Background: an optimization exercise with open tools, aiming at small area and a short achievable clock period. Do not read the settings as production practice. The RTL was checked by simulation tests, not by an equivalence proof against the original design.

## ck_crc_bank
module ck_crc_bank (
    input  wire        clk,
    input  wire        rst_n,      
    input  wire        req,        
    input  wire        we,         
    input  wire [7:0]  addr,       
    input  wire [31:0] wdata,
    input  wire [3:0]  wstrb,      
    output wire        rvalid,     
    output wire [31:0] rdata
);
clock: 30.0 ns
lec_check: 0
cap_margin: 20
core_margin: 2
core_utilization: 40
cts_buf_list: sky130_fd_sc_hd__clkbuf_8
cts_cluster_size: 25
slew_margin: 20
standard.sh (not shown) runs the stock make flow with config.mk's settings and CLKGATE_MAP_FILE= SYNTH_SCRIPT=/design/flow/synth_recipe.tcl, a recipe that flattens the netlist after the stock synthesis.
==> flow/flow/run.sh <==
#!/bin/bash
# Layout: the standard flow (standard synthesis included), run with the
# extra ORFS make variables listed in flow/make_args.txt: a setup margin for
# the resizer so that it sizes the netlist for a shorter achieved period, and
# the port buffer cell. Clock, constraints and scripts are unchanged.
set -euo pipefail
mapfile -t ARGS < <(grep -v '^#' flow/make_args.txt | grep -v '^$')
bash standard.sh "${ARGS[@]}" finish > flow_make.log 2>&1
==> flow/flow/make_args.txt <==
SETUP_SLACK_MARGIN=22.8
MATCH_CELL_FOOTPRINT=0
BUFFER_PORTS_ARGS=-buffer_cell sky130_fd_sc_hd__buf_2
Edit:
==> flow/flow/make_args.txt (replaced) <==
SETUP_SLACK_MARGIN=22.4
MATCH_CELL_FOOTPRINT=0
BUFFER_PORTS_ARGS=-buffer_cell sky130_fd_sc_hd__buf_2
Worst hold slack gets worse by 0.0033 ns; clock-buffer cell count came out lower by 5; via count hardly moves.

ck_crc_bank again, from the RTL that the note above started with.
==> flow/design.v (excerpt) <==
module ck_crc_bank (
    input  wire        clk,
    input  wire        rst_n,      
    input  wire        req,        
    input  wire        we,         
    input  wire [7:0]  addr,       
    input  wire [31:0] wdata,
    input  wire [3:0]  wstrb,      
    output wire        rvalid,     
    output wire [31:0] rdata
);
Settings: LEC_CHECK=0, CAP_MARGIN=20, CORE_MARGIN=2, CORE_UTILIZATION=55, CTS_BUF_LIST=sky130_fd_sc_hd__clkbuf_8, CTS_CLUSTER_SIZE=25, PLACE_DENSITY=0.75, SLEW_MARGIN=20; clock period 30.0 ns.
==> flow/flow/make_args.txt <==
SETUP_SLACK_MARGIN=22
MATCH_CELL_FOOTPRINT=0
BUFFER_PORTS_ARGS=-buffer_cell sky130_fd_sc_hd__buf_2
Scripts as last shown in full above: flow/flow/run.sh
The baseline ran to the end with no violations.
Next try:
CORE_UTILIZATION = 40   (was 55)
CTS_BUF_LIST = unset   (was sky130_fd_sc_hd__clkbuf_8)
CTS_CLUSTER_SIZE = unset   (was 25)
PLACE_DENSITY = unset   (was 0.75)
=> Wire length is higher by 1.3%. Worst setup slack gets better by 0.012 ns. Maximum frequency stays flat. Count of clock-buffer cells in the layout decreases by 12.
Next try:
CTS_BUF_LIST = sky130_fd_sc_hd__clkbuf_8   (was unset)
CTS_CLUSTER_SIZE = 25   (was unset)
Die area is unchanged.
Via count grows by 0.67%.
Hold slack is worse by 0.0038 ns.
Clock-buffer cell count grows by 14.
Core utilization shrinks by 0.32 points.
Next try:
CTS_BUF_LIST = sky130_fd_sc_hd__clkbuf_4   (was sky130_fd_sc_hd__clkbuf_8)
CTS_CLUSTER_SIZE = 20   (was 25)
=> Count of clock-buffer cells in the layout is higher by 78. Fmax is lower slightly.

ck_crc_bank, a different RTL version from the one above (not shown whole).
For scale: about 2600 cells after synthesis, ~81 I/O pins, roughly 27000 um2 of cells after synthesis.
==> flow/config.mk <==
export PLATFORM = sky130hd
export DESIGN_NAME = ck_crc_bank
export DESIGN_NICKNAME = ck_crc_bank
export VERILOG_FILES = /design/flow/design.v
export SDC_FILE = /design/flow/constraint.sdc
export NUM_CORES = 4
export LEC_CHECK = 0
export CAP_MARGIN = 20
export CORE_MARGIN = 2
export CORE_UTILIZATION = 40
export CTS_BUF_LIST = sky130_fd_sc_hd__clkbuf_8
export CTS_CLUSTER_SIZE = 25
export SLEW_MARGIN = 20
==> flow/constraint.sdc <==
create_clock -name core_clock -period 30.0 [get_ports {clk}]
set_input_delay 6.0000 -clock core_clock [delete_from_list [all_inputs] [get_ports {clk}]]
set_output_delay 6.0000 -clock core_clock [all_outputs]
set_load 0.01 [all_outputs]
==> flow/flow/make_args.txt <==
SETUP_SLACK_MARGIN=22.4
MATCH_CELL_FOOTPRINT=0
BUFFER_PORTS_ARGS=-buffer_cell sky130_fd_sc_hd__buf_2
Scripts as last shown in full above: flow/flow/run.sh
Next try:
==> flow/flow/make_args.txt (replaced) <==
SETUP_SLACK_MARGIN=22.55
MATCH_CELL_FOOTPRINT=0
BUFFER_PORTS_ARGS=-buffer_cell sky130_fd_sc_hd__buf_2
After rerunning: The new run ran to the end with no violations. Utilization grows by 0.33 points. Critical path depth does not change.

-- separate check: timing with driven ports --
The results above use ideal ports. As a check the final layouts listed here were re-extracted and re-timed, cells and wires unchanged.
Step 1: set_driving_cell puts a clkbuf_16 on clk and a buf_2 on each other input, an assumption about the parent block.
Step 2 also shifts input and output timing later by t, the mid clock arrival at the registers, as if the neighbouring blocks saw the same clock.
Three values: ideal, step 1, step 2; two values: the first two.
| run | t (ns) | slack for setup (ns) | clock arrival spread, ns | cell pins on the clock port's net |
|---|---|---|---|---|
| the first run of note 1 | 0.679 | 22.382 / 22.333 / 22.009 | 0.022 / 0.022 | 1 |
| the second run of note 1 | 0.653 | 22.365 / 22.313 / 21.806 | 0.028 / 0.029 | 1 |
| the first run of note 2 | 0.714 | 22.061 / 22.008 / 21.392 | 0.065 / 0.065 | 1 |
| the second run of note 2 | 0.592 | 22.074 / 22.022 / 21.564 | 0.018 / 0.018 | 1 |
| the third run of note 2 | 0.687 | 22.117 / 22.068 / 21.459 | 0.032 / 0.032 | 1 |
| the fourth run of note 2 | 0.875 | 22.028 / 21.982 / 21.358 | 0.085 / 0.085 | 1 |
| the first run of note 3 | 0.662 | 22.343 / 22.291 / 21.804 | 0.044 / 0.044 | 1 |
| the second run of note 3 | 0.658 | 22.322 / 22.272 / 21.963 | 0.052 / 0.052 | 1 |
After both steps every run listed still meets setup and hold. The setup slack of the fourth run of note 2, which loses most, moves by -0.046 ns with the drivers and by -0.670 ns with both steps.
